This is an optimization exercise on Yosys and OpenROAD, whose aim is small area and a short achievable clock period, not a production implementation. Only simulation tests tie the RTL to the original design; equivalence was not proved. Power is estimated from default activity; no workload was simulated.

==> flow/design.v, too long to show whole: its modules and the start of the top module <==
// module til_lane: 742 lines
// module til_fa: 10 lines
// module til_ha: 9 lines
// module til_lane_unit: 221 lines
module til_lane_unit #(
    parameter LANES = 4
) (
    input                    clk,
    input                    rst,
    input                    issue,
    input  [35:0]            instr,
    input  [LANES*18-1:0]    opa,
    input  [LANES*18-1:0]    opb,
    input  [LANES-1:0]       a_end,
    input  [LANES-1:0]       assigned,
    input                    batch_start,
    input                    flag_clr,
    output [LANES-1:0]       wr_en,
    output [LANES*18-1:0]    wr_data,
    output [LANES-1:0]       pred,
    output [LANES*4-1:0]     flags,
    output reg               trap,
    output reg [3:0]         trap_code
);
  // ...
==> flow/flow/run.sh <==
#!/bin/bash
# Layout flow: the standard ORFS flow (standard.sh, standard synthesis
# unchanged) with three changes.
#  - SETUP_SLACK_MARGIN=9: repair_timing is asked for more setup slack than
#    the 18 ns constraint needs, so that it keeps shortening the worst path.
#  - TNS_END_PERCENT=0: it works on the worst endpoint only.
#  - BUFFER_PORTS_ARGS: every input and output port still gets its own
#    buffer, but a buf_2 rather than the default clkdlybuf4s50_1 delay cell.
# make's output goes to flow.log; each ORFS step writes its own log under
# orfs/logs/.
set -euo pipefail
bash standard.sh SETUP_SLACK_MARGIN=9 TNS_END_PERCENT=0 \
    'BUFFER_PORTS_ARGS=-buffer_cell sky130_fd_sc_hd__buf_2' finish > flow.log 2>&1
==> flow/standard.sh <==
#!/bin/bash
# synth_recipe.tcl (not shown) runs the flow's synth.tcl, then flattens the netlist and writes it again
# the make line also repeats each setting of config.mk as NAME=value (left out here)
make -C /OpenROAD-flow-scripts/flow DESIGN_CONFIG=/design/flow/config.mk WORK_HOME=/design/flow/orfs CLKGATE_MAP_FILE= SYNTH_SCRIPT=/design/flow/synth_recipe.tcl "${@:-finish}"
==> flow/config.mk <==
export PLATFORM = sky130hd
export DESIGN_NAME = til_lane_unit
export DESIGN_NICKNAME = til_lane_unit
export VERILOG_FILES = /design/flow/design.v
export SDC_FILE = /design/flow/constraint.sdc
export NUM_CORES = 8
export LEC_CHECK = 0
export ABC_AREA = 1
export CAP_MARGIN = 20
export CORE_MARGIN = 2
export CORE_UTILIZATION = 35
export PLACE_DENSITY = 0.42
export SLEW_MARGIN = 20
export SYNTH_HIERARCHICAL = 1
==> flow/constraint.sdc <==
create_clock -name core_clock -period 18.0 [get_ports {clk}]
set_input_delay 3.6000 -clock core_clock [delete_from_list [all_inputs] [get_ports {clk}]]
set_output_delay 3.6000 -clock core_clock [all_outputs]
set_load 0.01 [all_outputs]
==> impl_summary.log, run 1 <==
[metrics] cell class ranked first by area: multi-input gates
[metrics] switching component of the power: 15.67 mW
[metrics] class of the tightest hold or removal check: reg2reg
[metrics] HPWL after DPL: 397.0 mm
[metrics] leading cell type in the layout, fill and taps excluded: sky130_fd_sc_hd__nand2_1
[metrics] startpoint of the lowest-slack register-to-register path: g_lane[1].u_lane.sat1
[metrics] worst slew margin relative to its limit: 0.1822
[metrics] arrival time at the worst endpoint: 10020 ps
[metrics] number of H-tree branching levels: 2
[metrics] slew at the pin closest to its max-slew limit: 1214 ps
[metrics] All-Layer GR Usage: 0.3792
[metrics] Worst Hold End: g_lane[0].u_lane.acc1[0]
[metrics] clock latency at the later pin of the worst-skew pair: 840 ps
[metrics] top flop regs: g_lane.u_lane.acc0 (168), g_lane.u_lane.acc1 (168), g_lane.u_lane.wr_data (72)
[metrics] met2 routed wirelength: 232.8 mm
[metrics] max-slew violation total from the final report: 0
[metrics] post-route met1 wirelength: 222.8 mm
[metrics] via-per-instance ratio: 6.025
[metrics] power consumed by the clock network: 1.28 mW
[metrics] required time of the critical path: 18630 ps
[metrics] leakage component of the power: 46.45 nW
[metrics] Well Taps: 3533
[metrics] most utilized layer in the global route result: met2
[metrics] starting density of the core: 0.3520
[metrics] WL final: 533.1 mm
[metrics] number of non-clock buffers in the layout: 820
[metrics] endpoint of the lowest-slack register-to-register path: g_lane[1].u_lane.acc1[38]
[metrics] maximum frequency from static timing analysis: 0.1065 GHz
[metrics] met1 routing resource usage after global routing: 0.4979
[metrics] start point of the worst min-delay path: g_lane[0].u_lane.acc1[0]
[metrics] standard-cell row count: 189
[metrics] fill count: 28470
[metrics] M3 GR Usage: 0.07012
[metrics] post-detailed-route wirelength per cell: 31.24 microns
[metrics] Post-Synthesis Cells: 13440
[metrics] Max Fanout on Critical Path: 21
[metrics] slowest stage cell on the critical path: sky130_fd_sc_hd__nor2_4
[metrics] switching fraction of total power: 0.6102
[metrics] run status: complete, no violations
[metrics] Worst setup EP type: register
==> run 2, diff against run 1 <==
--- a/flow/config.mk
+++ b/flow/config.mk
@@ -10,4 +10,4 @@
 export CORE_MARGIN = 2
-export CORE_UTILIZATION = 35
-export PLACE_DENSITY = 0.42
+export CORE_UTILIZATION = 50
+export PLACE_DENSITY = 0.6
 export SLEW_MARGIN = 20
==> impl_summary.log, run 2 <==
[metrics] pin count of the biggest net entering global routing: 90
[metrics] most frequent cells in the layout: sky130_fd_sc_hd__nand2_1, sky130_fd_sc_hd__nand3_1, sky130_fd_sc_hd__o22ai_1
[metrics] deepest clock path buffer count: 3
[metrics] Final ANT Viol Nets: 0
[metrics] final non-filler cell area: 0.1028 sq mm
[metrics] RSZ-0062 raised after global routing: yes
[metrics] DRC errors left: 0
[metrics] post-detailed-route wirelength per cell: 29.59 microns (-5.3%)
[metrics] CTS tree: built
[metrics] via count of the first global-routing pass: 99580
[metrics] final core utilization: 0.5545
[metrics] All-Layer GR Usage: 0.4729 (+0.09366)
[metrics] starting density of the core: 0.5036 (+0.1516)
[metrics] Post-Synthesis Cells: 13440 (unchanged)
[metrics] first-pass iteration count of the detailed router: 11
[metrics] initial antenna violation count: 31
[metrics] worst supply voltage drop on vdd: 0.8504 mV
[metrics] mean post-synth cell area: 6.949 sq um
[metrics] standard-cell row count: 158 (-16%)
[metrics] quantity of hold-fixing buffers added after cts: 0
[metrics] classification of the worst setup path: in2reg
[metrics] run status: complete, no violations
[metrics] top flop regs: g_lane.u_lane.acc0 (168), g_lane.u_lane.acc1 (168), g_lane.u_lane.wr_data (72)
[metrics] area of the mapped netlist: 0.09338 sq mm
[metrics] number of max-capacitance violations reported: 0
[metrics] clock latency at the later pin of the worst-skew pair: 730 ps (-110 ps)
[metrics] min setup slack post-route: 8477 ps
[metrics] Die Height: 436.2 microns
[metrics] HPWL after DPL: 343.9 mm (-13%)
[metrics] Worst setup EP type: register
[metrics] pre-CTS setup slack: 6589 ps
[metrics] leakage component of the power: 45.61 nW (-1.8%)
[metrics] Max Fanout on Critical Path: 17 (-19%)
[metrics] WL final: 471.4 mm (-12%)
[metrics] Worst Clk Skew: 43.64 ps
[metrics] max-slew violation total from the final report: 0 (unchanged)
[metrics] power per cell area: 244.8 mW/mm^2
[metrics] final critical-path required period: 9523 ps
[metrics] CTS clock-pin slew for the worst setup and hold paths: 60 ps
[metrics] standard cell area after detailed placement: 0.09674 sq mm
[metrics] worst slew margin relative to its limit: 0.09536 (-0.08686)
[metrics] Setup crit start kind: input pin
[metrics] synth warn: 8
[metrics] Final #Nets: 15020
[metrics] maximum frequency from static timing analysis: 0.1050 GHz (-1.4%)
[metrics] slew at the pin closest to its max-slew limit: 1357 ps (+143.1 ps)
[metrics] Finish-stage setup viols: 0
[metrics] register-to-register setup slack: 11090 ps
[metrics] class of the tightest hold or removal check: reg2reg
[metrics] global placer's final weighted congestion: 1.068
[metrics] part of the cycle the worst path needs: 0.5290
[metrics] first-pass GRT wire length: 672.9 mm
[metrics] Iteration-0 DRC Markers: 16030
[metrics] IO Count: 294
[metrics] Fin Setup TNS: 0 ps
[metrics] synthesis-to-layout area growth: 10.10%
[metrics] number of hold-slack violations in the final timing report: 0
[metrics] share of final-layout standard cells stronger than drive strength 1: 0.1097
[metrics] startpoint of the lowest-slack register-to-register path: g_lane[1].u_lane.sat1
[metrics] total number of clock tree sinks: 451
[metrics] Die ar.: 0.1902 sq mm
[metrics] PnR Total Power: 25.16 mW
[metrics] count of buffers inserted at the top-level ports: 291
[metrics] arrival time at the worst endpoint: 10110 ps (+90 ps)
[metrics] number of H-tree branching levels: 2 (unchanged)
[metrics] Horiz. Die Dim: 436.2 microns
[metrics] total number of vias: 105200
[metrics] Placeable Area: 0.1854 sq mm
[metrics] clock root buffer: sky130_fd_sc_hd__clkbuf_16
[metrics] critical path launch point: instr[35]
[metrics] required time of the critical path: 18590 ps (-40 ps)
[metrics] leading cell type in the layout, fill and taps excluded: sky130_fd_sc_hd__nand2_1
[metrics] via-per-instance ratio: 6.606 (+9.6%)
[metrics] start point of the worst min-delay path: g_lane[2].u_lane.acc0[33]
[metrics] Inserted Clock Buffers: 54
[metrics] remaining global-route overflow: 0
==> run 2: per-stage QoR <==
stage | instances | hold slack (ps)
CTS | 15870 | 466.3
global placement | 15610 | 451.2
detailed placement | 15610 | 454.8
floorplan | 13490 | 439.6
global route | 15920 | 479.5
finish | 15930 | 467.8
==> run 2: timing repair <==
action                     in CTS  in global routing
pin swaps                      54                 66
resized for setup             409                135
setup endpoints to repair     308                312
buffers inserted              122                 25
cloned                         33                 14
==> run 2: per-layer routing <==
metal | vias up | wire [microns] | part of all wire | global-route usage
met5 | - | 110 | 0.00023 | 0
li1 | 45580 | - | - | -
met3 | 1903 | 63930 | 0.14 | 0.1430
met2 | 7751 | 190600 | 0.40 | 0.6787
met4 | 16 | 42420 | 0.090 | 0.3315
met1 | 49960 | 174300 | 0.37 | 0.6041
==> run 2: cell type report <==
cell class	instances	area (sq um)
multi-input combinational	11020	78610
timing repair inverter	24	147.6
sequential	451	9109
timing repair buffer	707	5475
antenna	19	47.55
inverter	1123	4439
tap	2480	3103
clock inverter	24	237.7
fill	18390	82620
clock buffer	76	1648
==> run 2: report_power, final <==
| group | internal [mW] | switching [mW] |
|---|---|---|
| registers | 1.03 | 0.0111 |
| logic | 8.26 | 14.7 |
| clock network | 0.680 | 0.516 |
| total | 9.98 | 15.2 |
==> run 2: worst paths after layout <==
check,depth (start not counted),to
min reg2reg,2,g_lane[2].u_lane.acc0[33]
max,27,g_lane[0].u_lane.wr_data[5]
min,2,g_lane[2].u_lane.acc0[33]
max reg2reg,23,g_lane[1].u_lane.acc1[33]
==> run 2: worst max-delay path, cell delays in order <==
cell and delay (ps):
sky130_fd_sc_hd__buf_2 120, sky130_fd_sc_hd__inv_2 60, sky130_fd_sc_hd__nor2_2 210, sky130_fd_sc_hd__inv_2 150
sky130_fd_sc_hd__nor2_4 390, sky130_fd_sc_hd__nor2_1 140, sky130_fd_sc_hd__o31ai_4 130, sky130_fd_sc_hd__buf_4 520
sky130_fd_sc_hd__clkinvlp_2 730, sky130_fd_sc_hd__o21ai_0 360, sky130_fd_sc_hd__a21oi_1 90, sky130_fd_sc_hd__fa_1 470
sky130_fd_sc_hd__nand3_1 120, sky130_fd_sc_hd__nand2_1 120, sky130_fd_sc_hd__nand4_1 130, sky130_fd_sc_hd__nand3_1 80
sky130_fd_sc_hd__nand2_1 70, sky130_fd_sc_hd__nand2_1 250, sky130_fd_sc_hd__inv_1 240, sky130_fd_sc_hd__nor2_1 70
sky130_fd_sc_hd__nor3_2 90, sky130_fd_sc_hd__buf_4 250, sky130_fd_sc_hd__clkinv_1 300, sky130_fd_sc_hd__a2111oi_0 740
sky130_fd_sc_hd__o21ai_0 410, sky130_fd_sc_hd__nand2_1 160, sky130_fd_sc_hd__nand2_1 60

==> afterwards: timing with drivers on the ports <==
No port has a modelled driver above. Below, the same layouts with a new extraction and two added sets of constraints.
Step 1 assumes that a clkbuf_16 drives the clock port and a buf_2 every other input.
Step 2 moves the port delays by t, midway between the first and last clock arrival at a register: inputs arrive t later, outputs are due t later. That takes back most of the time a late clock gives input paths.
Slacks: ideal / step 1 / step 2; pairs: ideal / step 1.
run | t, ns | slack for setup (ns) | worst setup path after step 2 | worst slew at a driven data input, ns | pins driven straight from the clock port
run 1 | 0.869 | 8.608 / 8.519 / 7.650 | input to register | 0.23 | 1
run 2 | 0.818 | 8.477 / 8.413 / 7.595 | input to register | 0.20 | 1
After both steps every run listed still meets setup and hold. For run 1, which loses most, drivers alone change the setup slack by -0.089 ns; drivers and shift together by -0.958 ns.
